Source: an optimization exercise on an open RTL-to-GDS flow (aim: small area, a short achievable clock period and few clock cycles per item). Production flows keep margins and buffers that such runs may drop. In this exercise RTL edits were held to simulation tests only and were not proved equivalent to the original.

<file path="design/flow/design.v">
module fp8_decode (
    input  wire [7:0] x,
    input  wire       e5,       
    input  wire       kill,
    output wire [3:0] mant,
    output wire [4:0] sh,
    output wire       is_zero,
    output wire       is_inf,
    output wire       is_nan
);
    wire n4   = |x[6:3];
    wire nan4 = &x[6:0];            
    wire n5   = |x[6:2];
    wire top5 = &x[6:2];            
    assign is_nan  = e5 ? (top5 & |x[1:0]) : nan4;
    assign is_inf  = e5 & top5 & ~|x[1:0];
    assign is_zero = ~|x[6:0];
    assign mant    = (kill | (e5 ? top5 : nan4)) ? 4'd0
                   : (e5 ? {n5, x[1:0], 1'b0} : {n4, x[2:0]});
    assign sh      = e5 ? {x[6:3], x[2] | ~n5}
                        : {x[6], ~x[6], x[5:4], x[3] | ~n4};
endmodule
module fp8_lane_dec (
    input  wire [7:0] a,
    input  wire       a_e5,
    input  wire [7:0] b,
    input  wire       b_e5,
    input  wire       kill,
    output wire [3:0] ma,
    output wire [3:0] mb,
    output wire [4:0] sha,
    output wire [4:0] shb,
    output wire       neg,
    output wire       nan,
    output wire       inf
);
    wire       za, zb, ia, ib, na, nb;
    fp8_decode dec_a (.x(a), .e5(a_e5), .kill(kill), .mant(ma), .sh(sha),
                      .is_zero(za), .is_inf(ia), .is_nan(na));
    fp8_decode dec_b (.x(b), .e5(b_e5), .kill(kill), .mant(mb), .sh(shb),
                      .is_zero(zb), .is_inf(ib), .is_nan(nb));
    assign neg  = a[7] ^ b[7];
    assign nan  = (na | nb | (ia & zb) | (ib & za)) & ~kill;
    assign inf  = (ia | ib) & ~kill;
endmodule
module fp8_mul_lane (
    input  wire [3:0]  ma,
    input  wire [3:0]  mb,
    input  wire [4:0]  sha,
    input  wire [4:0]  shb,
    input  wire        neg,
    output wire [64:0] row
);
    wire [5:0] psh = sha + shb;    
    wire [7:0] q0 = {4'd0, ma & {4{mb[0]}}};
    wire [7:0] q1 = {3'd0, ma & {4{mb[1]}}, 1'd0};
    wire [7:0] q2 = {2'd0, ma & {4{mb[2]}}, 2'd0};
    wire [7:0] q3 = {1'd0, ma & {4{mb[3]}}, 3'd0};
    wire [7:0] u1 = q0 ^ q1 ^ q2;
    wire [7:0] v1 = {((q0 & q1) | (q0 & q2) | (q1 & q2)), 1'b0};
    wire [7:0] u2 = u1 ^ v1 ^ q3;
    wire [7:0] v2 = {((u1 & v1) | (u1 & q3) | (v1 & q3)), 1'b0};
    wire [7:0] pm = u2 + v2;
    wire [14:0] f0 = {{7{neg}}, pm ^ {8{neg}}};
    wire [14:0] f1 = psh[0] ? {f0[13:0], neg} : f0;
    wire [14:0] f2 = psh[1] ? {f1[12:0], {2{neg}}} : f1;
    wire [14:0] f3 = psh[2] ? {f2[10:0], {4{neg}}} : f2;
    wire [7:0]  dh;
    wire [71:0] full;
    genvar k, j;
    generate
        for (k = 0; k < 8; k = k + 1) begin : dec
            assign dh[k] = (psh[5:3] == k);
        end
        for (k = 0; k < 9; k = k + 1) begin : byt
            wire dk  = (k < 8) ? dh[k] : 1'b0;
            wire dk1 = (k > 0) ? dh[k-1] : 1'b0;
            wire nk  = neg & ~(dk | dk1);
            for (j = 0; j < 8; j = j + 1) begin : bt
                if (j < 7)
                    assign full[8*k+j] = (dk & f3[j]) | (dk1 & f3[j+8]) | nk;
                else
                    assign full[8*k+j] = (dk & f3[j]) | (neg & ~dk);
            end
        end
    endgenerate
    assign row = {~neg, full[67:4]};
endmodule
module acc_convert (
    input  wire        clk,
    input  wire        rst,
    input  wire        in_v,
    input  wire [88:0] acc,
    input  wire        f_nan,
    input  wire        f_pinf,
    input  wire        f_ninf,
    input  wire [2:0]  fmt,      
    input  wire [1:0]  mode,     
    input  wire        sat,
    input  wire [31:0] rword,
    output reg         out_v,
    output reg  [31:0] res
);
    wire        s = acc[88];
    wire [87:0] G = acc[87:0] ^ {88{s}};
    wire [87:0] D = acc[87:0] ^ acc[88:1];
    wire [127:0] gp = {40'd0, D};
    wire [63:0]  v1;  wire [63:0]  p1;
    wire [31:0]  v2;  wire [63:0]  p2;
    wire [15:0]  v3;  wire [47:0]  p3;
    wire [7:0]   v4;  wire [31:0]  p4;
    wire [3:0]   v5;  wire [19:0]  p5;
    wire [1:0]   v6;  wire [11:0]  p6;
    genvar i;
    generate
        for (i = 0; i < 64; i = i + 1) begin : l1
            assign v1[i] = gp[2*i+1] | gp[2*i];
            assign p1[i] = gp[2*i+1];
        end
        for (i = 0; i < 32; i = i + 1) begin : l2
            assign v2[i] = v1[2*i+1] | v1[2*i];
            assign p2[2*i +: 2] = v1[2*i+1] ? {1'b1, p1[2*i+1]} : {1'b0, p1[2*i]};
        end
        for (i = 0; i < 16; i = i + 1) begin : l3
            assign v3[i] = v2[2*i+1] | v2[2*i];
            assign p3[3*i +: 3] = v2[2*i+1] ? {1'b1, p2[2*(2*i+1) +: 2]} : {1'b0, p2[2*(2*i) +: 2]};
        end
        for (i = 0; i < 8; i = i + 1) begin : l4
            assign v4[i] = v3[2*i+1] | v3[2*i];
            assign p4[4*i +: 4] = v3[2*i+1] ? {1'b1, p3[3*(2*i+1) +: 3]} : {1'b0, p3[3*(2*i) +: 3]};
        end
        for (i = 0; i < 4; i = i + 1) begin : l5
            assign v5[i] = v4[2*i+1] | v4[2*i];
            assign p5[5*i +: 5] = v4[2*i+1] ? {1'b1, p4[4*(2*i+1) +: 4]} : {1'b0, p4[4*(2*i) +: 4]};
        end
        for (i = 0; i < 2; i = i + 1) begin : l6
            assign v6[i] = v5[2*i+1] | v5[2*i];
            assign p6[6*i +: 6] = v5[2*i+1] ? {1'b1, p5[5*(2*i+1) +: 5]} : {1'b0, p5[5*(2*i) +: 5]};
        end
    endgenerate
    wire [6:0] L  = v6[1] ? {1'b1, p6[11:6]} : {1'b0, p6[5:0]};
    wire       gz = ~(v6[1] | v6[0]);
    wire [127:0] tp = {40'd0, acc[87:0]};
    wire [63:0]  u1;  wire [63:0]  q1;
    wire [31:0]  u2;  wire [63:0]  q2;
    wire [15:0]  u3;  wire [47:0]  q3;
    wire [7:0]   u4;  wire [31:0]  q4;
    wire [3:0]   u5;  wire [19:0]  q5;
    wire [1:0]   u6;  wire [11:0]  q6;
    generate
        for (i = 0; i < 64; i = i + 1) begin : t1
            assign u1[i] = tp[2*i+1] | tp[2*i];
            assign q1[i] = ~tp[2*i];
        end
        for (i = 0; i < 32; i = i + 1) begin : t2
            assign u2[i] = u1[2*i+1] | u1[2*i];
            assign q2[2*i +: 2] = u1[2*i] ? {1'b0, q1[2*i]} : {1'b1, q1[2*i+1]};
        end
        for (i = 0; i < 16; i = i + 1) begin : t3
            assign u3[i] = u2[2*i+1] | u2[2*i];
            assign q3[3*i +: 3] = u2[2*i] ? {1'b0, q2[2*(2*i) +: 2]} : {1'b1, q2[2*(2*i+1) +: 2]};
        end
        for (i = 0; i < 8; i = i + 1) begin : t4
            assign u4[i] = u3[2*i+1] | u3[2*i];
            assign q4[4*i +: 4] = u3[2*i] ? {1'b0, q3[3*(2*i) +: 3]} : {1'b1, q3[3*(2*i+1) +: 3]};
        end
        for (i = 0; i < 4; i = i + 1) begin : t5
            assign u5[i] = u4[2*i+1] | u4[2*i];
            assign q5[5*i +: 5] = u4[2*i] ? {1'b0, q4[4*(2*i) +: 4]} : {1'b1, q4[4*(2*i+1) +: 4]};
        end
        for (i = 0; i < 2; i = i + 1) begin : t6
            assign u6[i] = u5[2*i+1] | u5[2*i];
            assign q6[6*i +: 6] = u5[2*i] ? {1'b0, q5[5*(2*i) +: 5]} : {1'b1, q5[5*(2*i+1) +: 5]};
        end
    endgenerate
    wire [6:0] tz = u6[0] ? {1'b0, q6[5:0]} : {1'b1, q6[11:6]};
    reg [6:0] EM;
    reg [4:0] SA;
    always @* begin
        case (fmt)
            3'd1:    begin EM = 7'd0;  SA = 5'd16; end
            3'd2:    begin EM = 7'd18; SA = 5'd13; end
            3'd3:    begin EM = 7'd26; SA = 5'd20; end
            3'd4:    begin EM = 7'd18; SA = 5'd21; end
            default: begin EM = 7'd0;  SA = 5'd0;  end
        endcase
    end
    wire       lbig = L > EM;
    wire [6:0] sa   = lbig ? (L + {2'd0, SA}) : (EM + {2'd0, SA});
    wire [7:0] tzp    = {1'b0, tz} + 8'd55 - {3'd0, SA};
    wire       sticky = (tzp < {1'b0, L}) | (tzp < {1'b0, EM});
    wire [7:0] tzq    = {1'b0, tz} + 8'd24 - {3'd0, SA};
    wire       ge_cm1 = (tzq >= {1'b0, L}) & (tzq >= {1'b0, EM});
    wire       ge_c   = (tzq > {1'b0, L}) & (tzq > {1'b0, EM});
    reg        a_v, a_s, a_zero, a_nan, a_inf, a_ineg, a_ovinf, a_sticky;
    reg        a_gecm1, a_gec;
    reg        a_rne, a_sr;
    reg [87:0] a_g;
    reg [6:0]  a_sa, a_san;
    reg [31:0] a_rword;
    reg [2:0]  a_fmt;
    always @(posedge clk) begin
        a_v      <= in_v & ~rst;
        a_s      <= s;
        a_zero   <= ~s & gz;
        a_nan    <= f_nan | (f_pinf & f_ninf);
        a_inf    <= f_pinf | f_ninf;
        a_ineg   <= f_ninf;
        a_ovinf  <= ~sat & (mode != 2'd1);
        a_sticky <= sticky;
        a_gecm1  <= ge_cm1;
        a_gec    <= ge_c;
        a_rne    <= (mode == 2'd0);
        a_sr     <= (mode == 2'd2);
        a_g      <= G;
        a_sa     <= sa;
        a_san    <= ~sa;
        a_rword  <= rword;
        a_fmt    <= fmt;
    end
    wire [142:0] X  = {a_g, {55{a_s}}};
    wire [120:0] x6 = {a_san[6] ? X[120:60] : {42'd0, X[142:124]},
                       a_sa[6]  ? X[123:64] : X[59:0]};
    wire [88:0]  x5 = {a_san[5] ? x6[88:44] : x6[120:76],
                       a_sa[5]  ? x6[75:32] : x6[43:0]};
    wire [72:0]  x4 = {a_san[4] ? x5[72:36] : x5[88:52],
                       a_sa[4]  ? x5[51:16] : x5[35:0]};
    wire [64:0]  x3 = {a_san[3] ? x4[64:32] : x4[72:40],
                       a_sa[3]  ? x4[39:8]  : x4[31:0]};
    wire [60:0]  x2 = {a_san[2] ? x3[60:30] : x3[64:34],
                       a_sa[2]  ? x3[33:4]  : x3[29:0]};
    wire [58:0]  x1 = {a_san[1] ? x2[58:29] : x2[60:31],
                       a_sa[1]  ? x2[30:2]  : x2[28:0]};
    wire [56:0]  W  = {a_san[0] ? x1[56:28] : x1[57:29],
                       a_sa[0]  ? x1[28:1]  : x1[27:0]};
    wire [24:0]  m_raw = W[56:32];
    wire [31:0]  cut   = W[31:0];
    wire cin    = a_s & ~a_sticky;
    wire co     = a_s & a_gec;
    wire rbit   = W[31] ^ (a_s & a_gecm1);
    wire lbit   = W[32] ^ co;
    wire up_rne = co | (rbit & (~a_gecm1 | lbit));
    wire up_sr;
    bk_add #(.N(32)) rnd (.a(cut), .b(a_rword), .cin(cin), .y(), .cout(up_sr));
    wire inc_hi = a_rne ? up_rne : a_sr ? up_sr : co;
    wire [4:0]  ct     = a_sa[4:0] - 5'd24;                 
    wire [31:0] cmask  = ~(32'hFFFF_FFFE << ct);           
    wire        inc_lo;
    bk_add #(.N(32)) sradd (.a(a_g[31:0] | ~cmask), .b(a_rword & cmask), .cin(a_s),
                            .y(), .cout(inc_lo));
    wire        use_lo = a_sr & (a_sa >= 7'd24) & (a_sa <= 7'd55);
    wire        inc    = use_lo ? inc_lo : inc_hi;
    reg [7:0] EBS;
    always @* begin
        case (a_fmt)
            3'd1:    EBS = 8'd94 - 8'd16;
            3'd2:    EBS = -8'd18 - 8'd13;
            3'd3:    EBS = -8'd26 - 8'd20;
            3'd4:    EBS = -8'd18 - 8'd21;
            default: EBS = 8'd94;
        endcase
    end
    wire [7:0] eb = {1'b0, a_sa} + EBS;
    reg        b_v, b_s, b_zero, b_nan, b_inf, b_ineg, b_ovinf, b_inc;
    reg [24:0] b_m;
    reg [7:0]  b_eb;
    reg [2:0]  b_fmt;
    always @(posedge clk) begin
        b_v     <= a_v & ~rst;
        b_s     <= a_s;
        b_zero  <= a_zero;
        b_nan   <= a_nan;
        b_inf   <= a_inf;
        b_ineg  <= a_ineg;
        b_ovinf <= a_ovinf;
        b_inc   <= inc;
        b_m     <= m_raw;
        b_eb    <= eb;
        b_fmt   <= a_fmt;
    end
    wire [24:0] mm = b_m + {24'd0, b_inc};
    reg  [1:0]  hh;
    always @* begin
        case (b_fmt)
            3'd1:    hh = mm[8:7];
            3'd2:    hh = mm[11:10];
            3'd3:    hh = mm[4:3];
            3'd4:    hh = mm[3:2];
            default: hh = mm[24:23];
        endcase
    end
    wire [7:0] ee = b_eb + {6'd0, hh};
    wire over = (((b_fmt == 3'd2) | (b_fmt == 3'd4)) & (ee >= 8'd31)) |
                ((b_fmt == 3'd3) & ((ee > 8'd15) | ((ee == 8'd15) & (&mm[2:0]))));
    reg [31:0] SGN, NANC, INFC, MAXC, body;
    reg        HAS_INF;
    always @* begin
        SGN = 32'h8000_0000; NANC = 32'h7FC0_0000; INFC = 32'h7F80_0000;
        MAXC = 32'h7F7F_FFFF; HAS_INF = 1'b1;
        body = {1'b0, ee, mm[22:0]};
        case (b_fmt)
            3'd1: begin
                SGN = 32'h8000; NANC = 32'h7FC0; INFC = 32'h7F80; MAXC = 32'h7F7F;
                body = {17'd0, ee, mm[6:0]};
            end
            3'd2: begin
                SGN = 32'h8000; NANC = 32'h7E00; INFC = 32'h7C00; MAXC = 32'h7BFF;
                body = {17'd0, ee[4:0], mm[9:0]};
            end
            3'd3: begin
                SGN = 32'h80; NANC = 32'h7F; INFC = 32'h7E; MAXC = 32'h7E; HAS_INF = 1'b0;
                body = {25'd0, ee[3:0], mm[2:0]};
            end
            3'd4: begin
                SGN = 32'h80; NANC = 32'h7E; INFC = 32'h7C; MAXC = 32'h7B;
                body = {25'd0, ee[4:0], mm[1:0]};
            end
            default: ;
        endcase
    end
    reg [31:0] r;
    always @* begin
        if (b_nan)
            r = NANC;
        else if (b_inf)
            r = (b_ineg ? SGN : 32'd0) | (HAS_INF ? INFC : MAXC);
        else if (b_zero)
            r = 32'd0;
        else if (over)
            r = (b_s ? SGN : 32'd0) | ((HAS_INF && b_ovinf) ? INFC : MAXC);
        else
            r = (b_s ? SGN : 32'd0) | body;
    end
    always @(posedge clk) begin
        out_v <= b_v & ~rst;
        res   <= r;
    end
endmodule
module fp8_dot_exact #(
    parameter LANES = 8
) (
    input  wire                 clk,
    input  wire                 rst,
    input  wire                 in_valid,
    output wire                 in_ready,
    input  wire                 in_last,
    input  wire                 a_e5,
    input  wire                 b_e5,
    input  wire [8*LANES-1:0]   a,
    input  wire [8*LANES-1:0]   b,
    input  wire [2:0]           out_fmt,
    input  wire [1:0]           rnd_mode,
    input  wire                 sat,
    input  wire [31:0]          rword,
    output wire                 out_valid,
    output wire [31:0]          out_data
);
    assign in_ready = 1'b1;
    wire [4*LANES-1:0] d_ma, d_mb;
    wire [5*LANES-1:0] d_sha, d_shb;
    wire [LANES-1:0]   d_neg, d_nan, d_inf;
    genvar g;
    generate
        for (g = 0; g < LANES; g = g + 1) begin : ldec
            fp8_lane_dec dec (
                .a(a[8*g +: 8]), .a_e5(a_e5), .b(b[8*g +: 8]), .b_e5(b_e5),
                .kill(~in_valid),
                .ma(d_ma[4*g +: 4]), .mb(d_mb[4*g +: 4]),
                .sha(d_sha[5*g +: 5]), .shb(d_shb[5*g +: 5]),
                .neg(d_neg[g]), .nan(d_nan[g]), .inf(d_inf[g])
            );
        end
    endgenerate
    reg                r0_v, r0_last;
    reg [4*LANES-1:0]  r0_ma, r0_mb;
    reg [5*LANES-1:0]  r0_sha, r0_shb;
    reg [LANES-1:0]    r0_neg, r0_inf, r0_nan;
    reg [2:0]          r0_fmt;
    reg [1:0]          r0_mode;
    reg                r0_sat;
    reg [31:0]         r0_rword;
    always @(posedge clk) begin
        r0_v     <= in_valid & ~rst;
        r0_last  <= in_last;
        r0_ma    <= d_ma;
        r0_mb    <= d_mb;
        r0_sha   <= d_sha;
        r0_shb   <= d_shb;
        r0_neg   <= d_neg;
        r0_inf   <= d_inf;
        r0_nan   <= d_nan;
        r0_fmt   <= out_fmt;
        r0_mode  <= rnd_mode;
        r0_sat   <= sat;
        r0_rword <= rword;
    end
    wire [65*LANES-1:0] rows;
    wire [LANES-1:0]    l_neg = r0_neg;
    generate
        for (g = 0; g < LANES; g = g + 1) begin : lane
            fp8_mul_lane mul (
                .ma(r0_ma[4*g +: 4]), .mb(r0_mb[4*g +: 4]),
                .sha(r0_sha[5*g +: 5]), .shb(r0_shb[5*g +: 5]),
                .neg(r0_neg[g]), .row(rows[65*g +: 65])
            );
        end
    endgenerate
    reg [3:0] nneg;
    integer k;
    always @* begin
        nneg = 4'd0;
        for (k = 0; k < LANES; k = k + 1)
            nneg = nneg + {3'd0, l_neg[k]};
    end
    wire [67:0] x0 = {3'd0, rows[  0 +: 65]};
    wire [67:0] x1 = {3'd0, rows[ 65 +: 65]};
    wire [67:0] x2 = {3'd0, rows[130 +: 65]};
    wire [67:0] x3 = {3'd0, rows[195 +: 65]};
    wire [67:0] x4 = {3'd0, rows[260 +: 65]};
    wire [67:0] x5 = {3'd0, rows[325 +: 65]};
    wire [67:0] x6 = {3'd0, rows[390 +: 65]};
    wire [67:0] x7 = {3'd0, rows[455 +: 65]};
    wire [67:0] x8 = {64'd0, nneg};
    wire [67:0] s0, c0_r;
    csa #(.W(68)) u_s0 (.a(x0), .b(x1), .c(x2), .s(s0), .co(c0_r));
    wire [67:0] c0 = {c0_r[66:0], 1'b0};
    wire [67:0] s1, c1_r;
    csa #(.W(68)) u_s1 (.a(x3), .b(x4), .c(x5), .s(s1), .co(c1_r));
    wire [67:0] c1 = {c1_r[66:0], 1'b0};
    wire [67:0] s2, c2_r;
    csa #(.W(68)) u_s2 (.a(x6), .b(x7), .c(x8), .s(s2), .co(c2_r));
    wire [67:0] c2 = {c2_r[66:0], 1'b0};
    wire [67:0] s3, c3_r;
    csa #(.W(68)) u_s3 (.a(s0), .b(c0), .c(s1), .s(s3), .co(c3_r));
    wire [67:0] c3 = {c3_r[66:0], 1'b0};
    wire [67:0] s4, c4_r;
    csa #(.W(68)) u_s4 (.a(c1), .b(s2), .c(c2), .s(s4), .co(c4_r));
    wire [67:0] c4 = {c4_r[66:0], 1'b0};
    wire [67:0] s5, c5_r;
    csa #(.W(68)) u_s5 (.a(s3), .b(c3), .c(s4), .s(s5), .co(c5_r));
    wire [67:0] c5 = {c5_r[66:0], 1'b0};
    reg        r1_v, r1_last;
    reg [67:0] r1_s, r1_c, r1_d;
    reg        r1_nan, r1_pinf, r1_ninf;
    reg [2:0]  r1_fmt;
    reg [1:0]  r1_mode;
    reg        r1_sat;
    reg [31:0] r1_rword;
    always @(posedge clk) begin
        r1_v     <= r0_v & ~rst;
        r1_last  <= r0_last;
        r1_s     <= s5;
        r1_c     <= c5;
        r1_d     <= c4;
        r1_nan   <= |r0_nan;
        r1_pinf  <= |(r0_inf & ~r0_nan & ~r0_neg);
        r1_ninf  <= |(r0_inf & ~r0_nan & r0_neg);
        r1_fmt   <= r0_fmt;
        r1_mode  <= r0_mode;
        r1_sat   <= r0_sat;
        r1_rword <= r0_rword;
    end
    reg        fresh;
    reg [88:0] acc;
    reg        f_nan, f_pinf, f_ninf;
    wire [88:0] acc_in = fresh ? 89'd0 : acc;
    wire [88:0] ys = {21'd0, r1_s};
    wire [88:0] yc = {21'd0, r1_c};
    wire [88:0] yd = {21'd0, r1_d};
    wire [88:0] t1s, t1c_r;
    csa #(.W(89)) u_t1s (.a(acc_in), .b(ys), .c(yc), .s(t1s), .co(t1c_r));
    wire [88:0] t1c = {t1c_r[87:0], 1'b0};
    wire [88:0] t2s, t2c_r;
    csa #(.W(89)) u_t2s (.a(t1s), .b(t1c), .c(yd), .s(t2s), .co(t2c_r));
    wire [88:0] t2c = {t2c_r[87:0], 1'b0};
    wire [21:0] k3s = ~(t2s[88:67] ^ t2c[88:67]);
    wire [21:0] k3c = t2s[88:67] | t2c[88:67];
    wire [88:0] t3s = {k3s, t2s[66:0]};
    wire [88:0] t3c = {k3c[20:0], 1'b0, t2c[66:0]};
    wire [88:0] acc_next;
    bk_add #(.N(89)) add (.a(t3s), .b(t3c), .cin(1'b0), .y(acc_next), .cout());
    reg        fin_v;
    reg [2:0]  fin_fmt;
    reg [1:0]  fin_mode;
    reg        fin_sat;
    reg [31:0] fin_rword;
    always @(posedge clk) begin
        if (rst) begin
            fresh <= 1'b1;
        end else if (r1_v) begin
            fresh <= r1_last;
        end
        acc    <= acc_next;
        f_nan  <= (~fresh & f_nan)  | r1_nan;
        f_pinf <= (~fresh & f_pinf) | r1_pinf;
        f_ninf <= (~fresh & f_ninf) | r1_ninf;
        fin_v     <= r1_v & r1_last & ~rst;
        fin_fmt   <= r1_fmt;
        fin_mode  <= r1_mode;
        fin_sat   <= r1_sat;
        fin_rword <= r1_rword;
    end
    acc_convert conv (
        .clk(clk), .rst(rst),
        .in_v(fin_v), .acc(acc), .f_nan(f_nan), .f_pinf(f_pinf), .f_ninf(f_ninf),
        .fmt(fin_fmt), .mode(fin_mode), .sat(fin_sat), .rword(fin_rword),
        .out_v(out_valid), .res(out_data)
    );
endmodule
module bk_add #(
    parameter N = 89
) (
    input  wire [N-1:0] a,
    input  wire [N-1:0] b,
    input  wire         cin,
    output wire [N-1:0] y,
    output wire         cout
);
    reg [N-1:0] p, G, P;
    integer i, d;
    always @* begin
        p = a ^ b;
        G = a & b;
        P = p;
        G[0] = G[0] | (P[0] & cin);
        for (d = 1; d < N; d = d * 2)
            for (i = 2*d - 1; i < N; i = i + 2*d) begin
                G[i] = G[i] | (P[i] & G[i-d]);
                P[i] = P[i] & P[i-d];
            end
        for (d = 64; d >= 1; d = d / 2)
            for (i = 3*d - 1; i < N; i = i + 2*d) begin
                G[i] = G[i] | (P[i] & G[i-d]);
                P[i] = P[i] & P[i-d];
            end
    end
    assign y    = p ^ {G[N-2:0], cin};
    assign cout = G[N-1];
endmodule
module csa #(
    parameter W = 68
) (
    input  wire [W-1:0] a,
    input  wire [W-1:0] b,
    input  wire [W-1:0] c,
    output wire [W-1:0] s,
    output wire [W-1:0] co
);
    genvar i;
    generate
        for (i = 0; i < W; i = i + 1) begin : fa
            assign {co[i], s[i]} = {1'b0, a[i]} + {1'b0, b[i]} + {1'b0, c[i]};
        end
    endgenerate
endmodule
</file>
<file path="design/flow/run.sh">
#!/bin/bash
# synth_recipe.tcl (not shown) runs the flow's synth.tcl, then flattens the netlist and writes it again
# the make line also repeats each setting of config.mk as NAME=value (left out here)
make -C /OpenROAD-flow-scripts/flow DESIGN_CONFIG=/design/flow/config.mk WORK_HOME=/design/flow/orfs CLKGATE_MAP_FILE= SYNTH_SCRIPT=/design/flow/synth_recipe.tcl finish
</file>
<file path="design/flow/config.mk">
export PLATFORM = sky130hd
export DESIGN_NAME = fp8_dot_exact
export DESIGN_NICKNAME = fp8_dot_exact
export VERILOG_FILES = /design/flow/design.v
export SDC_FILE = /design/flow/constraint.sdc
export NUM_CORES = 4
export LEC_CHECK = 0
export CAP_MARGIN = 20
export CORE_MARGIN = 2
export CORE_UTILIZATION = 60
export SLEW_MARGIN = 20
</file>
<file path="design/flow/constraint.sdc">
create_clock -name core_clock -period 25.0 [get_ports {clk}]
set_input_delay 5.0000 -clock core_clock [delete_from_list [all_inputs] [get_ports {clk}]]
set_output_delay 5.0000 -clock core_clock [all_outputs]
set_load 0.01 [all_outputs]
</file>
==> impl_metrics.toml, run 1 <==
[route]
detail_route.first_pass.iterations = 7
drt-wirelength-per-cell_um = 26.59
post_drt_via_cell_ratio = 6.333
wl_met3_um = 19360
highest_routing_layer_actually_used = "met5"
post-route-drc-count = 0
wl_met1_um = 82540
drtAntennaViolNets = 0
detail_route.wirelength_um = 223600
total_via_count_in_the_routed_design = 53260
drt_iter0_drc = 5838
wl_met2_um = 100200

[worst_hold_path]
hold_start = "r1_rword[22]"
min_delay_worst_endpoint = "fin_rword[22]"
whs_path_depth = 0
worstHoldPathType = "flop to flop"

[global_route]
global_route.usage.total_pct = 41.08
grt_max_degree = 68
grt_pass1_vias = 52350
antenna_found_initial = 2
global_route_wire_length_before_repair_um = 327700
grt.overflow.total = 0

[layout]
post_route_cells_drive_above_1_share_pct = 6.705
multiInputGateArea_mm2 = 0.04352
area_growth_syn_to_layout_pct = 10.18
layout.cells.most_common = "dfxtp_1"
fillerInstances = 8240
finalNetCount = 8107
final_cell_mix = "799 x dfxtp_1, 650 x nor2_1, 568 x inv_1"
finalInstanceArea_mm2 = 0.06926
combined_flip_flop_and_latch_cell_area_mm2 = 0.01615

[timing]
grt_setup_unrepaired = "no"
timing_worst_slew_pin_value_ns = 1.282
min_period_ns = 6.634
timing_max_transition_violations_final = 0
finClkSkew_ns = 0.05459
layout_worst_path_cycle_share_pct = 26.54
finalHoldViolations = 0
relSlewSlack_pct = 13.99
timing.final.setup_violations = 0
setup_ws_ns = 18.37
max_clk_rate_mhz = 150.7
timing.setup.tns_ns = 0

[placed_design]
placement.io_buffers = 204
preCtsSetupSlack_ns = 18.12
cell_area_placed_mm2 = 0.06618
gp_routability_congestion = 1.122
detailedPlacementHpwl_um = 178400

[job]
max_cap_violations = 0

[clock_tree]
cts-htree-levels = 3
insertion_delay_ns = 0.74
cts_tree = "yes"
clockRootBuffer = "clkbuf_16"
hold_buffers = 0
clock_path_buffers = 3
buffers_inserted_during_post_cts_setup_optimization = 0
tritoncts_num_sinks = 806
cts-resized-gates = 0
numCtsBuffers = 85
clock_pin_slew_reported_for_the_worst_setup_and_hold_paths_after_clock_tree_synthesis_ns = 0.06

[logic_synthesis]
synth_compound_area_share_pct = 16.09
synth.distinct_cells = 89
synth_adder_area_share_pct = 26.22
async_reset_ff_share_pct = 0
synthSimpleGateAreaFrac_pct = 13.48
synth_cells = 6864
synth_xor_xnor_area_share_pct = 5.782
synth.avg_cell_area_um2 = 9.158
synth.yosys.warnings = 4
edff_count_synth = 0
largest_family_of_logic_cells_by_synthesized_area = "adder cells"
synthesized_cell_area_mm2 = 0.06286
yosys-mux-area-fraction_pct = 7.584
synth-seq-cells = 806
most_frequently_used_flop_master_after_synthesis = "dfxtp_1"
ys_seq_area_share_pct = 25.67

[status]
status = "complete, no violations"

[setup_path]
worst-r2r-setup-slack_ns = 18.37
critical_path_at_ns = 7.20
start_kind = "flop"
reg2reg_launch_point = "r0_mb[4]"
worstSetupPathType = "flop to flop"
worst_r2r_path_depth = 18
worstPathMaxFanout = 8
worstReg2RegEnd = "r1_s[25]"
wp_data_required_ns = 25.56
cp-end-kind = "flop"

[floorplan]
fp.dieH_um = 327.7
dieArea_mm2 = 0.1074
floorplan.initialDensity_pct = 60.65
die-width_um = 327.7
top_level_ports = 206
placementRows = 118
placeableCoreArea_mm2 = 0.1036
## layout make-up
type | instances | share of cell area (%)
diodes | 5 | 0.01807
clock buffers | 108 | 3.398
clock inverters | 47 | 0.9629
inverters | 580 | 3.144
multi-input cells | 5198 | 62.85
flip-flops and latches | 806 | 23.31
well taps | 1380 | 2.493
repair buffers | 286 | 3.823
## cell families (layout without fill, tap and decap cells)
family | after synthesis | after routing
adder cells (fa/ha/maj) | 978 | 978
XOR/XNOR | 415 | 415
multiplexers | 445 | 445
AO/OA/AOI/OAI | 1521 | 1521
other | 1 | 6
buffers and inverters | 860 | 1021
AND/OR/NAND/NOR | 1838 | 1838
flip-flops | 806 | 806
## worst max-delay path by stage
| stage | start | to | slack (ns) | cells past startpoint |
|---|---|---|---|---|
| final | r0_mb[4] | r1_s[25] | 18.37 | 18 |
| after global routing | r0_mb[4] | r1_s[25] | 18.12 | 18 |
| after CTS | conv.res[23] | out_data[23] | 18.42 | 1 |
| after detailed placement | b[60] | r0_nan[7] | 18.12 | 6 |
| after global placement | b[60] | r0_nan[7] | 18.17 | 6 |
| after floorplan | a_e5 | r0_sha[21] | 18.53 | 4 |
## layer usage
metal	GRT usage, %	vias up
li1	-	24100
met1	48.26	25560
met2	65.75	2804
met3	8.678	794
met4	32.10	2
met5	0	-
## flip-flops by register name (all words and copies together) (netlist names), 40 cells and up
| name | cells |
|---|---|
| acc | 89 |
| conv.a_g | 88 |
| r1_c | 66 |
| r1_s | 66 |
| r1_d | 65 |
| r0_sha | 40 |
| r0_shb | 40 |
## synthesized netlist by cell type (11+ instances only)
library cell / n / area, um^2
and2_1: 114 / 713.2
dfxtp_1: 806 / 16140
and4_1: 11 / 96.34
nand2_1: 528 / 1982
o21bai_1: 31 / 232.7
a21oi_1: 438 / 2192
o21ai_0: 267 / 1336
o22ai_1: 13 / 81.33
nor4_1: 21 / 131.4
clkbuf_1: 225 / 844.6
fa_1: 565 / 11310
o21ai_1: 33 / 165.2
a211oi_1: 57 / 427.9
or3_1: 15 / 93.84
or4_1: 24 / 180.2
a21o_1: 107 / 803.3
a22oi_1: 16 / 120.1
o221ai_1: 165 / 1445
mux2_2: 156 / 1757
o211ai_1: 49 / 367.9
o221a_2: 26 / 292.8
xnor2_1: 228 / 1997
nor3_1: 108 / 540.5
nor2_1: 650 / 2440
a221oi_1: 105 / 919.6
a21boi_0: 21 / 157.7
o31ai_1: 22 / 165.2
mux2i_1: 279 / 2793
nor3b_1: 23 / 172.7
inv_1: 568 / 2132
xor2_1: 187 / 1638
nand3_1: 110 / 550.5
nand4_1: 49 / 306.5
nor2b_1: 55 / 344.1
a22o_1: 25 / 219.0
and3_1: 28 / 175.2
ha_1: 413 / 5167
nand2b_1: 53 / 331.6
o21a_1: 21 / 157.7
buf_1: 47 / 176.4
nand3b_1: 19 / 142.6
a31oi_1: 41 / 256.5
## critical path: stages (launching register included)
cell,delay [ns]
dfxtp_1,0.40
nand2_1,0.11
fa_1,0.52
fa_1,0.55
inv_1,0.04
ha_1,0.20
fa_1,0.40
xor2_1,0.18
mux2_2,0.25
nor2_1,0.06
a211oi_1,0.25
a31oi_1,0.08
xnor2_1,0.66
nor2_1,0.11
nor3_1,0.94
fa_1,0.57
inv_1,0.16
fa_1,0.49
fa_1,0.50
## metrics by stage
step	hold slack [ns]	instances	utilization, %
final	0.3226	8410	66.82
after global routing	0.3133	8405	66.81
after CTS	0.3211	8403	66.77
after detailed placement	0.3121	8248	63.85
after global placement	0.3102	8248	63.85
after floorplan	0.3096	6864	-
Testbench counts, summed over its fixed seeds: cycles 36,788, beats 36,740.
==> inputs of run 2 (changes only) <==
--- a/design/flow/config.mk
+++ b/design/flow/config.mk
@@ -8,4 +8,6 @@
 export CAP_MARGIN = 20
 export CORE_MARGIN = 2
 export CORE_UTILIZATION = 60
+export CTS_CLUSTER_DIAMETER = 100
+export CTS_CLUSTER_SIZE = 24
 export SLEW_MARGIN = 20
==> impl_metrics.toml, run 2 <==
[route]
drt-wirelength-per-cell_um = 26.47
post_drt_via_cell_ratio = 6.322
drt_iter0_drc = 5755
detail_route.wirelength_um = 220100
post-route-drc-count = 0
drtAntennaViolNets = 0
total_via_count_in_the_routed_design = 52560
detail_route.first_pass.iterations = 8

[layout]
post_route_cells_drive_above_1_share_pct = 5.527
top_registers = "acc x89, conv.a_g x88"
area_growth_syn_to_layout_pct = 7.564
multiInputGateArea_mm2 = 0.04353
max_reg_flops = 89
finalNetCount = 8066
fillerInstances = 8486
combined_flip_flop_and_latch_cell_area_mm2 = 0.01615
layout.cells.most_common = "dfxtp_1"
max_flop_register = "acc"
final_cell_mix = "799 x dfxtp_1, 649 x nor2_1, 568 x inv_1"

[clock_tree]
buffers_inserted_during_post_cts_setup_optimization = 0
numCtsBuffers = 45
clock_path_buffers = 3
cts_tree = "yes"
cts-resized-gates = 0
clockRootBuffer = "clkbuf_16"
tritoncts_num_sinks = 806
cts-htree-levels = 2
clock_pin_slew_reported_for_the_worst_setup_and_hold_paths_after_clock_tree_synthesis_ns = 0.09
insertion_delay_ns = 0.70
hold_buffers = 0

[timing]
timing.setup.tns_ns = 0
setup_ws_ns = 18.44
relSlewSlack_pct = 13.44
grt_setup_unrepaired = "no"
finalHoldViolations = 0
timing_max_transition_violations_final = 0
finClkSkew_ns = 0.02407
min_period_ns = 6.560
timing_worst_slew_pin_value_ns = 1.290
layout_worst_path_cycle_share_pct = 26.24
timing.final.setup_violations = 0
max_clk_rate_mhz = 152.4

[floorplan]
placeableCoreArea_mm2 = 0.1036
placementRows = 118
die-width_um = 327.7
dieArea_mm2 = 0.1074
fp.dieH_um = 327.7
top_level_ports = 206
floorplan.initialDensity_pct = 60.65

[global_route]
grt.overflow.total = 0
antenna_found_initial = 3
global_route.usage.total_pct = 40.40
grt_pass1_vias = 51510
global_route_wire_length_before_repair_um = 322700
grt_max_degree = 68

[logic_synthesis]
synth_cells = 6864
synth_top_area_share_pct = 25.67
synthesized_cell_area_mm2 = 0.06286
most_frequently_used_flop_master_after_synthesis = "dfxtp_1"
synth_common_cells = "806 x dfxtp_1, 650 x nor2_1, 568 x inv_1"
synth_top_area_cell = "dfxtp_1"
synth_most_common_cell = "dfxtp_1"
synth.distinct_cells = 89
synth-seq-cells = 806
synth.avg_cell_area_um2 = 9.158
ys_seq_area_share_pct = 25.67
synth.yosys.warnings = 4
edff_count_synth = 0
async_reset_ff_share_pct = 0
netlist_top_cells_area = "dfxtp_1 26%, fa_1 18%, ha_1 8.2%, mux2i_1 4.4%, nor2_1 3.9%"

[status]
status = "complete, no violations"

[setup_path]
worstSetupPathType = "flop to output pin"
critical_path.slowest_cell = "clkdlybuf4s50_1"
critical_path_at_ns = 1.56
worstPathMaxFanout = 1
reg2reg_launch_point = "r0_mb[8]"
worstReg2RegEnd = "r1_s[4]"
max_stage_delay_ns = 0.54
worst_r2r_path_depth = 19
worst-r2r-setup-slack_ns = 18.55
start_kind = "flop"
wp_data_required_ns = 20.00
cp_cell_sequence = "clkdlybuf4s50_1"
crit_family = "buffers and inverters"
cp-end-kind = "output pin"
timing.critical_path.buf_inv = 1

[placed_design]
placement.io_buffers = 204
detailedPlacementHpwl_um = 178400
gp_routability_congestion = 1.122
preCtsSetupSlack_ns = 18.12

[worst_hold_path]
worstHoldPathType = "flop to flop"
whs_path_depth = 0
min_delay_worst_endpoint = "r1_rword[31]"
hold_start = "r0_rword[31]"

[job]
max_cap_violations = 0
-- run 2: cell counts after synthesis --
Identical to the previous run, type by type.
-- run 2: final cells by class --
type	instances	share of cell area, %
Multi-Input combinational cell	5198	64.38
Sequential cell	806	23.88
Timing Repair Buffer	285	3.905
Inverter	580	3.220
Tap cell	1380	2.554
Clock buffer	47	1.677
Clock inverter	13	0.3738
Antenna cell	4	0.01480
-- run 2: worst max path at each step --
stage / from / end / slack [ns] / cells after the start
detailed placement: b[60] / r0_nan[7] / 18.12 / 6
global placement: b[60] / r0_nan[7] / 18.17 / 6
CTS: conv.res[23] / out_data[23] / 18.41 / 1
finish: conv.res[23] / out_data[23] / 18.44 / 1
global route: r0_mb[4] / r1_s[25] / 18.32 / 18
floorplan: a_e5 / r0_sha[21] / 18.53 / 4
-- run 2: layer usage --
layer  wire, um  up-vias  global-route usage [%]  share of wire (%)
met5         13        -                       0             0.0059
li1           -    23970                       -                  -
met2      97950     2618                   64.36                 45
met3      17950      755                   7.814                8.2
met4      21870        2                   32.08                9.9
met1      82280    25220                   47.95                 37
-- run 2: kinds of logic after synthesis --
group	after synthesis	synth area share, %
compound gates	1521	16.09
xor+xnor	415	5.782
fa+ha+maj	978	26.22
buf+inv	860	5.165
flops	806	25.67
mux	445	7.584
other cells	1	0.005966
simple gates	1838	13.48
-- run 2: metrics by stage --
step	cell area (um^2)	instances	util, %	hold slack [ns]
2_1_floorplan	62860	6864	-	0.3096
3_3_place_gp	66180	8248	63.85	0.3102
3_5_place_dp	66180	8248	63.85	0.3121
4_1_cts	67570	8308	65.19	0.3263
5_1_grt	67600	8309	65.23	0.3198
6_report	67610	8313	65.23	0.3267
==> inputs of run 3 (changes only) <==
--- a/design/flow/config.mk
+++ b/design/flow/config.mk
@@ -7,7 +7,7 @@
 export LEC_CHECK = 0
 export CAP_MARGIN = 20
 export CORE_MARGIN = 2
-export CORE_UTILIZATION = 60
+export CORE_UTILIZATION = 65
 export CTS_CLUSTER_DIAMETER = 100
 export CTS_CLUSTER_SIZE = 24
 export SLEW_MARGIN = 20
==> impl_metrics.toml, run 3 <==
[status]
status = "complete, no violations"

[setup_path]
critical_path_at_ns = 1.56
wp_data_required_ns = 20.00
cp-end-kind = "output pin"
max_stage_delay_ns = 0.55
start_kind = "flop"
timing.critical_path.buf_inv = 1
worstSetupPathType = "flop to output pin"
worstPathMaxFanout = 1
cp_cell_sequence = "clkdlybuf4s50_1"
critical_path.slowest_cell = "clkdlybuf4s50_1"
crit_family = "buffers and inverters"

[clock_tree]
clockRootBuffer = "clkbuf_16"
cts_tree = "yes"
buffers_inserted_during_post_cts_setup_optimization = 0
numCtsBuffers = 43
cts-htree-levels = 2
hold_buffers = 0
clock_path_buffers = 3
cts-resized-gates = 0
tritoncts_num_sinks = 806
insertion_delay_ns = 0.70
clock_pin_slew_reported_for_the_worst_setup_and_hold_paths_after_clock_tree_synthesis_ns = 0.09

[layout]
multiInputGateArea_mm2 = 0.04357
final_cell_mix = "799 x dfxtp_1, 650 x nor2_1, 568 x inv_1"
area_growth_syn_to_layout_pct = 7.307
fillerInstances = 7018
post_route_cells_drive_above_1_share_pct = 5.546
finalNetCount = 8060
layout.cells.most_common = "dfxtp_1"
combined_flip_flop_and_latch_cell_area_mm2 = 0.01615
top_registers = "acc x89, conv.a_g x88"
max_flop_register = "acc"
max_reg_flops = 89

[timing]
relSlewSlack_pct = 15.41
finClkSkew_ns = 0.03818
finalHoldViolations = 0
timing.final.setup_violations = 0
timing_worst_slew_pin_value_ns = 1.233
grt_setup_unrepaired = "no"
timing_max_transition_violations_final = 0
layout_worst_path_cycle_share_pct = 26.22
timing.setup.tns_ns = 0
min_period_ns = 6.555
max_clk_rate_mhz = 152.5

[placed_design]
detailedPlacementHpwl_um = 186000
placement.io_buffers = 204
gp_routability_congestion = 1.092

[logic_synthesis]
most_frequently_used_flop_master_after_synthesis = "dfxtp_1"
ys_seq_area_share_pct = 25.67
largest_family_of_logic_cells_by_synthesized_area = "adder cells"
synth_xor_xnor_area_share_pct = 5.782
netlist_top_cells_area = "dfxtp_1 26%, fa_1 18%, ha_1 8.2%, mux2i_1 4.4%, nor2_1 3.9%"
yosys-mux-area-fraction_pct = 7.584
synth-seq-cells = 806
synth_cells = 6864
async_reset_ff_share_pct = 0
synth_adder_area_share_pct = 26.22
synth.yosys.warnings = 4
synth.avg_cell_area_um2 = 9.158
synth_top_area_cell = "dfxtp_1"
synth_most_common_cell = "dfxtp_1"
synth_common_cells = "806 x dfxtp_1, 650 x nor2_1, 568 x inv_1"
synthesized_cell_area_mm2 = 0.06286
synthSimpleGateAreaFrac_pct = 13.48
synth_compound_area_share_pct = 16.09
synth.distinct_cells = 89
edff_count_synth = 0
synth_top_area_share_pct = 25.67

[route]
drt_iter0_drc = 6530
total_via_count_in_the_routed_design = 54940
detail_route.wirelength_um = 232800
drtAntennaViolNets = 0
detail_route.first_pass.iterations = 8
drt-wirelength-per-cell_um = 28.38
post_drt_via_cell_ratio = 6.697
post-route-drc-count = 0

[floorplan]
placementRows = 114
floorplan.initialDensity_pct = 65.29
top_level_ports = 206
placeableCoreArea_mm2 = 0.09628
dieArea_mm2 = 0.09921
fp.dieH_um = 315.0
die-width_um = 315.0

[global_route]
grt_pass1_vias = 54270
antenna_found_initial = 13
grt_max_degree = 68
grt.overflow.total = 0
global_route_wire_length_before_repair_um = 338800
global_route.usage.total_pct = 46.20

[job]
max_cap_violations = 0

[worst_hold_path]
worstHoldPathType = "flop to flop"
## run 3: worst paths after layout
kind                             startpoint           to  slack (ns)  depth (start not counted)
worst max register to register     r0_mb[0]      r1_s[6]       18.46                         17
worst min-delay path             r1_mode[1]  fin_mode[1]        0.33                          0
worst max-delay path            conv.res[2]  out_data[2]       18.44                          1
worst min register to register   r1_mode[1]  fin_mode[1]        0.33                          0
## run 3: cells by family after synthesis
group | count (synthesis)
AOI/OAI and AO/OA | 1521
DFF | 806
xor gates and xnor gates | 415
and+or+nand+nor | 1838
other | 1
adders and majority gates | 978
buffers and inverters | 860
muxes | 445
## run 3: final cells by class
type,count,share of cell area [%]
inverters,580,3.228
clock buffers,48,1.668
multi-input cells,5198,64.60
flip-flops and latches,806,23.94
well taps,1276,2.367
repair buffers,281,3.869
diodes,4,0.01484
clock inverters,11,0.3191
## run 3: routing by layer
metal	vias up	track usage [%]	wire length, um	share of wire (%)
met1	26210	51.91	80380	35
li1	23950	-	-	-
met3	1087	11.12	23150	9.9
met2	3685	73.61	103600	45
met5	-	0	83	0.036
met4	12	40.38	25570	11
## run 3: metrics by stage
stage                     hold slack (ns)  utilization (%)  area (um^2)  worst slack [ns]  cells
after floorplan                    0.3096                -        62860             18.53   6864
after global routing               0.3210            70.05        67440             18.16   8201
after global placement             0.3097            68.58        66030             18.17   8140
after CTS                          0.3221            69.99        67380             18.41   8200
final                              0.3255            70.06        67450             18.44   8204
after detailed placement           0.3121            68.60        66040             18.09   8141
## run 3: worst reg2reg max path, delay by kind of cell, from the launching register on
family	cells	cell delay, ns
buf+inv	2	0.43
compound gates	3	1.45
simple gates	2	0.17
fa+ha+maj	7	3.36
flops	1	0.41
mux	1	0.28
xor+xnor	2	0.31
==> inputs of run 4 (changes only) <==
--- a/design/flow/config.mk
+++ b/design/flow/config.mk
@@ -7,7 +7,7 @@
 export LEC_CHECK = 0
 export CAP_MARGIN = 20
 export CORE_MARGIN = 2
-export CORE_UTILIZATION = 65
-export CTS_CLUSTER_DIAMETER = 100
-export CTS_CLUSTER_SIZE = 24
+export CORE_UTILIZATION = 60
+export CTS_CLUSTER_DIAMETER = 110
+export CTS_CLUSTER_SIZE = 28
 export SLEW_MARGIN = 20
==> impl_metrics.toml, run 4 <==
[timing]
timing.setup.tns_ns = 0
timing_worst_slew_pin_value_ns = 1.332
min_period_ns = 6.608
setup_ws_ns = 18.39
timing.final.setup_violations = 0
layout_worst_path_cycle_share_pct = 26.43
timing_max_transition_violations_final = 0
finalHoldViolations = 0
grt_setup_unrepaired = "no"
relSlewSlack_pct = 10.62
finClkSkew_ns = 0.04543
max_clk_rate_mhz = 151.3

[floorplan]
fp.dieH_um = 327.7
floorplan.initialDensity_pct = 60.65
dieArea_mm2 = 0.1074
die-width_um = 327.7
placementRows = 118
placeableCoreArea_mm2 = 0.1036
top_level_ports = 206

[setup_path]
worst-r2r-setup-slack_ns = 18.39
timing.critical_path.buf_inv = 2
wp_data_required_ns = 25.57
critical_path.slowest_cell = "nor3_1"
endpoint = "r1_s[25]"
crit_path_frequent_cell = "fa_1"
timing.critical_path.depth = 18
cp_cell_sequence = "nand2_1, fa_1, fa_1, inv_1, ha_1, fa_1, xor2_1, mux2_2, nor2_1, a211oi_1, a31oi_1, xnor2_1, nor2_1, nor3_1, fa_1, inv_1, fa_1, fa_1"
start_kind = "flop"
worstPathMaxFanout = 8
critPathLaunch = "r0_mb[4]"
reg2reg_launch_point = "r0_mb[4]"
worst_r2r_path_depth = 18
max_stage_delay_ns = 0.97
worstSetupPathType = "flop to flop"
cp-end-kind = "flop"
critical_path_at_ns = 7.18
crit_family = "adder cells"
worstReg2RegEnd = "r1_s[25]"

[global_route]
grt.overflow.total = 0
antenna_found_initial = 2
global_route.usage.met3_pct = 7.337
grt_max_degree = 68
grt_pass1_vias = 51460
grtUsageMet2_pct = 64.51
globalRouteMet1Util_pct = 48.22
top_usage_layer = "met2"
global_route_wire_length_before_repair_um = 322700
global_route.usage.total_pct = 40.38

[job]
max_cap_violations = 0

[route]
drt-wirelength-per-cell_um = 26.51
drt_iter0_drc = 5549
drtAntennaViolNets = 0
detail_route.wirelength_um = 220100
post-route-drc-count = 0
post_drt_via_cell_ratio = 6.336
total_via_count_in_the_routed_design = 52600
detail_route.first_pass.iterations = 9

[clock_tree]
clockRootBuffer = "clkbuf_16"
clock_pin_slew_reported_for_the_worst_setup_and_hold_paths_after_clock_tree_synthesis_ns = 0.10
cts_tree = "yes"
hold_buffers = 0
cts-resized-gates = 0
clock_path_buffers = 3
tritoncts_num_sinks = 806
numCtsBuffers = 38
cts-htree-levels = 2
insertion_delay_ns = 0.69
buffers_inserted_during_post_cts_setup_optimization = 0

[logic_synthesis]
most_frequently_used_flop_master_after_synthesis = "dfxtp_1"
ys_seq_area_share_pct = 25.67
synth_cells = 6864
synth.yosys.warnings = 4
synth-seq-cells = 806
async_reset_ff_share_pct = 0
synth.distinct_cells = 89
synth_top_area_share_pct = 25.67
netlist_top_cells_area = "dfxtp_1 26%, fa_1 18%, ha_1 8.2%, mux2i_1 4.4%, nor2_1 3.9%"
synth.avg_cell_area_um2 = 9.158
synthesized_cell_area_mm2 = 0.06286
synth_common_cells = "806 x dfxtp_1, 650 x nor2_1, 568 x inv_1"
edff_count_synth = 0
synth_top_area_cell = "dfxtp_1"
synth_most_common_cell = "dfxtp_1"

[placed_design]
gp_routability_congestion = 1.122
preCtsSetupSlack_ns = 18.12
detailedPlacementHpwl_um = 178400
placement.io_buffers = 204

[layout]
layout.cells.most_common = "dfxtp_1"
finalNetCount = 8059
top_registers = "acc x89, conv.a_g x88"
max_flop_register = "acc"
final_cell_mix = "799 x dfxtp_1, 650 x nor2_1, 568 x inv_1"
area_growth_syn_to_layout_pct = 7.242
max_reg_flops = 89
post_route_cells_drive_above_1_share_pct = 5.419

[status]
status = "complete, no violations"

[worst_hold_path]
worstHoldPathType = "flop to flop"
==> run 4: cell count changes in the layout (fill, tap and decap cells not counted), moves of 2 or more <==
cell	delta
a2111oi_1	+2
buf_4	+4
clkbuf_1	-2
clkbuf_16	-5
clkbuf_8	-3
clkinv_16	+2
clkinv_8	+3
diode_2	-2
inv_12	-3
inv_6	+3
o21ai_0	+2
xnor2_1	+5
xnor2_2	-5
==> run 4: cell families after synthesis <==
logic type	count (synthesis)	share of synthesized area [%]
buffers and inverters	860	5.165
muxes	445	7.584
DFF	806	25.67
xor gates and xnor gates	415	5.782
and+or+nand+nor	1838	13.48
AOI/OAI and AO/OA	1521	16.09
adders and majority gates	978	26.22
other	1	0.005966
==> run 4: layout make-up <==
class,count,area [um^2]
Antenna cell,2,5.005
Clock buffer,38,950.9
Clock inverter,13,240.2
Fill cell,8493,36230
Inverter,580,2177
Multi-Input combinational cell,5198,43520
Sequential cell,806,16150
Tap cell,1380,1727
Timing Repair Buffer,285,2640
==> run 4: stage by stage <==
| step | utilization [%] | std cells | hold WS (ns) | area (um^2) |
|---|---|---|---|---|
| 6_report | 65.04 | 8302 | 0.3307 | 67410 |
| 5_1_grt | 65.03 | 8300 | 0.3368 | 67400 |
| 4_1_cts | 65.00 | 8299 | 0.3328 | 67370 |
| 3_5_place_dp | 63.85 | 8248 | 0.3121 | 66180 |
| 3_3_place_gp | 63.85 | 8248 | 0.3102 | 66180 |
| 2_1_floorplan | - | 6864 | 0.3096 | 62860 |
==> run 4: worst min-delay path by stage <==
stage	startpoint	to	slack [ns]	depth (start not counted)
after floorplan	fin_rword[0]	conv.a_rword[0]	0.31	0
after global placement	r1_rword[14]	fin_rword[14]	0.31	0
after detailed placement	fin_rword[25]	conv.a_rword[25]	0.31	0
after CTS	r1_rword[28]	fin_rword[28]	0.33	0
after global routing	r1_rword[28]	fin_rword[28]	0.34	0
final	r1_rword[28]	fin_rword[28]	0.33	0
==> run 4: metal layers <==
layer	wire length, um	up-vias
met5	13	-
met4	21390	2
met3	17520	729
met2	98310	2635
met1	82850	25310
li1	-	23920
==> run 4: worst reg2reg max path, cell delays in order (launching register included) <==
cell	delay, ns
dfxtp_1	0.42
nand2_1	0.11
fa_1	0.53
fa_1	0.55
inv_1	0.04
ha_1	0.20
fa_1	0.40
xor2_1	0.18
mux2_2	0.26
nor2_1	0.06
a211oi_1	0.25
a31oi_1	0.08
xnor2_1	0.64
nor2_1	0.11
nor3_1	0.97
fa_1	0.58
inv_1	0.15
fa_1	0.49
fa_1	0.50
==> inputs of run 5 (changes only) <==
--- a/design/flow/design.v
+++ b/design/flow/design.v
@@ -196,7 +196,7 @@
     reg        a_gecm1, a_gec;
     reg        a_rne, a_sr;
     reg [87:0] a_g;
-    reg [6:0]  a_sa, a_san;
+    reg [6:0]  a_sa;
     reg [31:0] a_rword;
     reg [2:0]  a_fmt;
     always @(posedge clk) begin
@@ -214,25 +214,17 @@
         a_sr     <= (mode == 2'd2);
         a_g      <= G;
         a_sa     <= sa;
-        a_san    <= ~sa;
         a_rword  <= rword;
         a_fmt    <= fmt;
     end
     wire [142:0] X  = {a_g, {55{a_s}}};
-    wire [120:0] x6 = {a_san[6] ? X[120:60] : {42'd0, X[142:124]},
-                       a_sa[6]  ? X[123:64] : X[59:0]};
-    wire [88:0]  x5 = {a_san[5] ? x6[88:44] : x6[120:76],
-                       a_sa[5]  ? x6[75:32] : x6[43:0]};
-    wire [72:0]  x4 = {a_san[4] ? x5[72:36] : x5[88:52],
-                       a_sa[4]  ? x5[51:16] : x5[35:0]};
-    wire [64:0]  x3 = {a_san[3] ? x4[64:32] : x4[72:40],
-                       a_sa[3]  ? x4[39:8]  : x4[31:0]};
-    wire [60:0]  x2 = {a_san[2] ? x3[60:30] : x3[64:34],
-                       a_sa[2]  ? x3[33:4]  : x3[29:0]};
-    wire [58:0]  x1 = {a_san[1] ? x2[58:29] : x2[60:31],
-                       a_sa[1]  ? x2[30:2]  : x2[28:0]};
-    wire [56:0]  W  = {a_san[0] ? x1[56:28] : x1[57:29],
-                       a_sa[0]  ? x1[28:1]  : x1[27:0]};
+    wire [120:0] x6 = a_sa[6] ? {42'd0, X[142:64]} : X[120:0];
+    wire [88:0]  x5 = a_sa[5] ? x6[120:32] : x6[88:0];
+    wire [72:0]  x4 = a_sa[4] ? x5[88:16] : x5[72:0];
+    wire [64:0]  x3 = a_sa[3] ? x4[72:8] : x4[64:0];
+    wire [60:0]  x2 = a_sa[2] ? x3[64:4] : x3[60:0];
+    wire [58:0]  x1 = a_sa[1] ? x2[60:2] : x2[58:0];
+    wire [56:0]  W  = a_sa[0] ? x1[57:1] : x1[56:0];
     wire [24:0]  m_raw = W[56:32];
     wire [31:0]  cut   = W[31:0];
     wire cin    = a_s & ~a_sticky;
@@ -240,16 +232,15 @@
     wire rbit   = W[31] ^ (a_s & a_gecm1);
     wire lbit   = W[32] ^ co;
     wire up_rne = co | (rbit & (~a_gecm1 | lbit));
-    wire up_sr;
-    bk_add #(.N(32)) rnd (.a(cut), .b(a_rword), .cin(cin), .y(), .cout(up_sr));
-    wire inc_hi = a_rne ? up_rne : a_sr ? up_sr : co;
     wire [4:0]  ct     = a_sa[4:0] - 5'd24;                 
     wire [31:0] cmask  = ~(32'hFFFF_FFFE << ct);           
-    wire        inc_lo;
-    bk_add #(.N(32)) sradd (.a(a_g[31:0] | ~cmask), .b(a_rword & cmask), .cin(a_s),
-                            .y(), .cout(inc_lo));
-    wire        use_lo = a_sr & (a_sa >= 7'd24) & (a_sa <= 7'd55);
-    wire        inc    = use_lo ? inc_lo : inc_hi;
+    wire        use_lo = (a_sa >= 7'd24) & (a_sa <= 7'd55);
+    wire [31:0] sr_a   = use_lo ? (a_g[31:0] | ~cmask) : cut;
+    wire [31:0] sr_b   = use_lo ? (a_rword & cmask) : a_rword;
+    wire        sr_ci  = use_lo ? a_s : cin;
+    wire        up_sr;
+    bk_add #(.N(32)) sradd (.a(sr_a), .b(sr_b), .cin(sr_ci), .y(), .cout(up_sr));
+    wire        inc    = a_sr ? up_sr : a_rne ? up_rne : co;
     reg [7:0] EBS;
     always @* begin
         case (a_fmt)
--- a/design/flow/config.mk
+++ b/design/flow/config.mk
@@ -8,6 +8,6 @@
 export CAP_MARGIN = 20
 export CORE_MARGIN = 2
 export CORE_UTILIZATION = 60
-export CTS_CLUSTER_DIAMETER = 110
-export CTS_CLUSTER_SIZE = 28
+export CTS_CLUSTER_DIAMETER = 100
+export CTS_CLUSTER_SIZE = 24
 export SLEW_MARGIN = 20
==> impl_metrics.toml, run 5 <==
[layout]
area_growth_syn_to_layout_pct = 7.396
post_route_cells_drive_above_1_share_pct = 4.933
finalNetCount = 7878
layout.cells.most_common = "dfxtp_1"
max_flop_register = "acc"
fin_cells = 8142
finalInstanceArea_mm2 = 0.06660
max_reg_flops = 89
fin_util_pct = 65.18
top_registers = "acc x89, conv.a_g x88"
final_cell_mix = "793 x dfxtp_1, 578 x inv_1, 565 x fa_1"

[logic_synthesis]
synth_cells = 6721
synth_common_cells = "799 x dfxtp_1, 580 x inv_1, 565 x fa_1"
async_reset_ff_share_pct = 0
ys_seq_area_share_pct = 25.79
synthesized_cell_area_mm2 = 0.06202
netlist_top_cells_area = "dfxtp_1 26%, fa_1 18%, ha_1 7.7%, mux2i_1 4.5%, a21oi_1 3.7%"
synth-seq-cells = 799
synth_top_area_cell = "dfxtp_1"
synth_top_area_share_pct = 25.79
edff_count_synth = 0
synth.distinct_cells = 86
synth.yosys.warnings = 4
synth_most_common_cell = "dfxtp_1"
most_frequently_used_flop_master_after_synthesis = "dfxtp_1"
synth.avg_cell_area_um2 = 9.227

[setup_path]
worstPathMaxFanout = 27
cp-end-kind = "flop"
worst-r2r-setup-slack_ns = 18.34
worst_r2r_path_depth = 18
reg2reg_launch_point = "fresh"
worstSetupPathType = "flop to flop"
wp_data_required_ns = 25.63
start_kind = "flop"
critical_path_at_ns = 7.29
worstReg2RegEnd = "acc[86]"

[clock_tree]
hold_buffers = 0
clock_path_buffers = 3
cts-htree-levels = 2
insertion_delay_ns = 0.68
cts_tree = "yes"
clockRootBuffer = "clkbuf_16"
clock_pin_slew_reported_for_the_worst_setup_and_hold_paths_after_clock_tree_synthesis_ns = 0.10
cts-resized-gates = 0
tritoncts_num_sinks = 799
numCtsBuffers = 43
buffers_inserted_during_post_cts_setup_optimization = 0

[worst_hold_path]
hold_start = "r1_fmt[2]"
worstHoldPathType = "flop to flop"
whs_path_depth = 0
min_delay_worst_endpoint = "fin_fmt[2]"

[timing]
min_period_ns = 6.660
max_clk_rate_mhz = 150.2
timing.hold.ws_ns = 0.3271
timing_max_transition_violations_final = 0
layout_worst_path_cycle_share_pct = 26.64
timing.setup.tns_ns = 0
grt_setup_unrepaired = "no"
timing.final.setup_violations = 0
relSlewSlack_pct = 17.63
timing_worst_slew_pin_value_ns = 1.227
finalHoldViolations = 0
finClkSkew_ns = 0.04800

[placed_design]
detailedPlacementHpwl_um = 175400
placement.io_buffers = 204
placedCellCount = 8084
gp_routability_congestion = 1.113
cell_area_placed_mm2 = 0.06528

[route]
detail_route.wirelength_um = 218200
drtAntennaViolNets = 0
drt_iter0_drc = 5678
total_via_count_in_the_routed_design = 51940
detail_route.first_pass.iterations = 8
post-route-drc-count = 0
drt-wirelength-per-cell_um = 26.80
post_drt_via_cell_ratio = 6.380

[floorplan]
placeableCoreArea_mm2 = 0.1022
top_level_ports = 206
die-width_um = 325.5
fp.dieH_um = 325.5
floorplan.initialDensity_pct = 60.69
dieArea_mm2 = 0.1060
placementRows = 117

[global_route]
global_route.usage.total_pct = 40.48
global_route_wire_length_before_repair_um = 320300
grt_max_degree = 90
grt.overflow.total = 0
grt_pass1_vias = 50870
antenna_found_initial = 8

[status]
status = "complete, no violations"

[job]
max_cap_violations = 0
==> run 5: logic make-up after synthesis <==
group | share of synthesized area (%)
simple gates | 12.60
mux | 7.414
compound gates | 17.24
flops | 25.79
buf+inv | 5.387
xor+xnor | 5.661
other cells | 0.006047
fa+ha+maj | 25.90
==> run 5: critical path, cell delays in order, from the launching register on <==
cell	delay, ns
dfxtp_2	0.35
clkinv_1	0.78
nand2_1	0.31
fa_1	0.45
inv_1	0.09
fa_1	0.42
ha_1	0.23
fa_1	0.41
a21oi_1	0.23
o21ai_1	0.18
a21oi_1	0.35
a211oi_1	0.25
o2111ai_1	0.79
a211oi_1	0.29
nor3_1	0.49
o21ai_0	0.23
a31oi_1	0.25
fa_1	0.44
inv_1	0.06
==> run 5: area by class of cell <==
class	count	area, um^2
inverters	590	2216
clock buffers	44	1080
clock inverters	11	181.4
well taps	1368	1712
flip-flops and latches	799	16010
multi-input cells	5044	42770
repair buffers	283	2625
fillers	8514	35580
diodes	3	7.507
==> run 5: how the worst max path moves through the flow <==
stage	endpoint	start	cells past startpoint	slack, ns
final	acc[86]	fresh	18	18.34
after global routing	acc[78]	fresh	18	18.00
after CTS	acc[86]	fresh	18	18.37
after detailed placement	r0_nan[1]	b[12]	6	18.14
after global placement	r0_nan[1]	b[12]	6	18.16
after floorplan	r0_ma[13]	a_e5	5	18.66
==> run 5: metrics by stage <==
stage | worst slack, ns
finish | 18.34
global route | 18.00
CTS | 18.37
detailed placement | 18.14
global placement | 18.16
floorplan | 18.66
==> run 5: metal layers <==
metal,global-route usage [%],vias up,routed length [um]
li1,-,23550,-
met1,48.27,24870,81540
met2,63.23,2772,95390
met3,8.464,749,18640
met4,33.38,4,22590
met5,0,-,68
Testbench counts of run 5, summed over its fixed seeds: cycles 36,788, beats 36,740.

## separate check: timing with driven ports
In the flow no input, the clock included, has a driving cell. The finished layouts below were timed again as built, in two steps.
Step 1, drivers: a clkbuf_16 drives clk and a buf_2 each remaining input, both assumed.
Step 2 also shifts input and output timing later by t, the mid clock arrival at the registers, as if the neighbouring blocks saw the same clock.
Three values: no drivers, after step 1, after step 2; two values: the first two.
run	shift t [ns]	setup slack, ns	worst setup path after step 2	clock arrival spread, ns
run 1	0.785	18.366 / 18.366 / 18.092	input to register	0.054 / 0.055
run 2	0.770	18.440 / 18.362 / 18.078	input to register	0.024 / 0.024
run 3	0.756	18.445 / 18.367 / 18.032	input to register	0.043 / 0.043
run 4	0.742	18.392 / 18.392 / 18.111	input to register	0.046 / 0.045
run 5	0.732	18.340 / 18.340 / 18.117	input to register	0.053 / 0.053
After both steps every run listed still meets setup and hold. The setup slack of run 3, which loses most, moves by -0.078 ns with the drivers and by -0.413 ns with both steps.
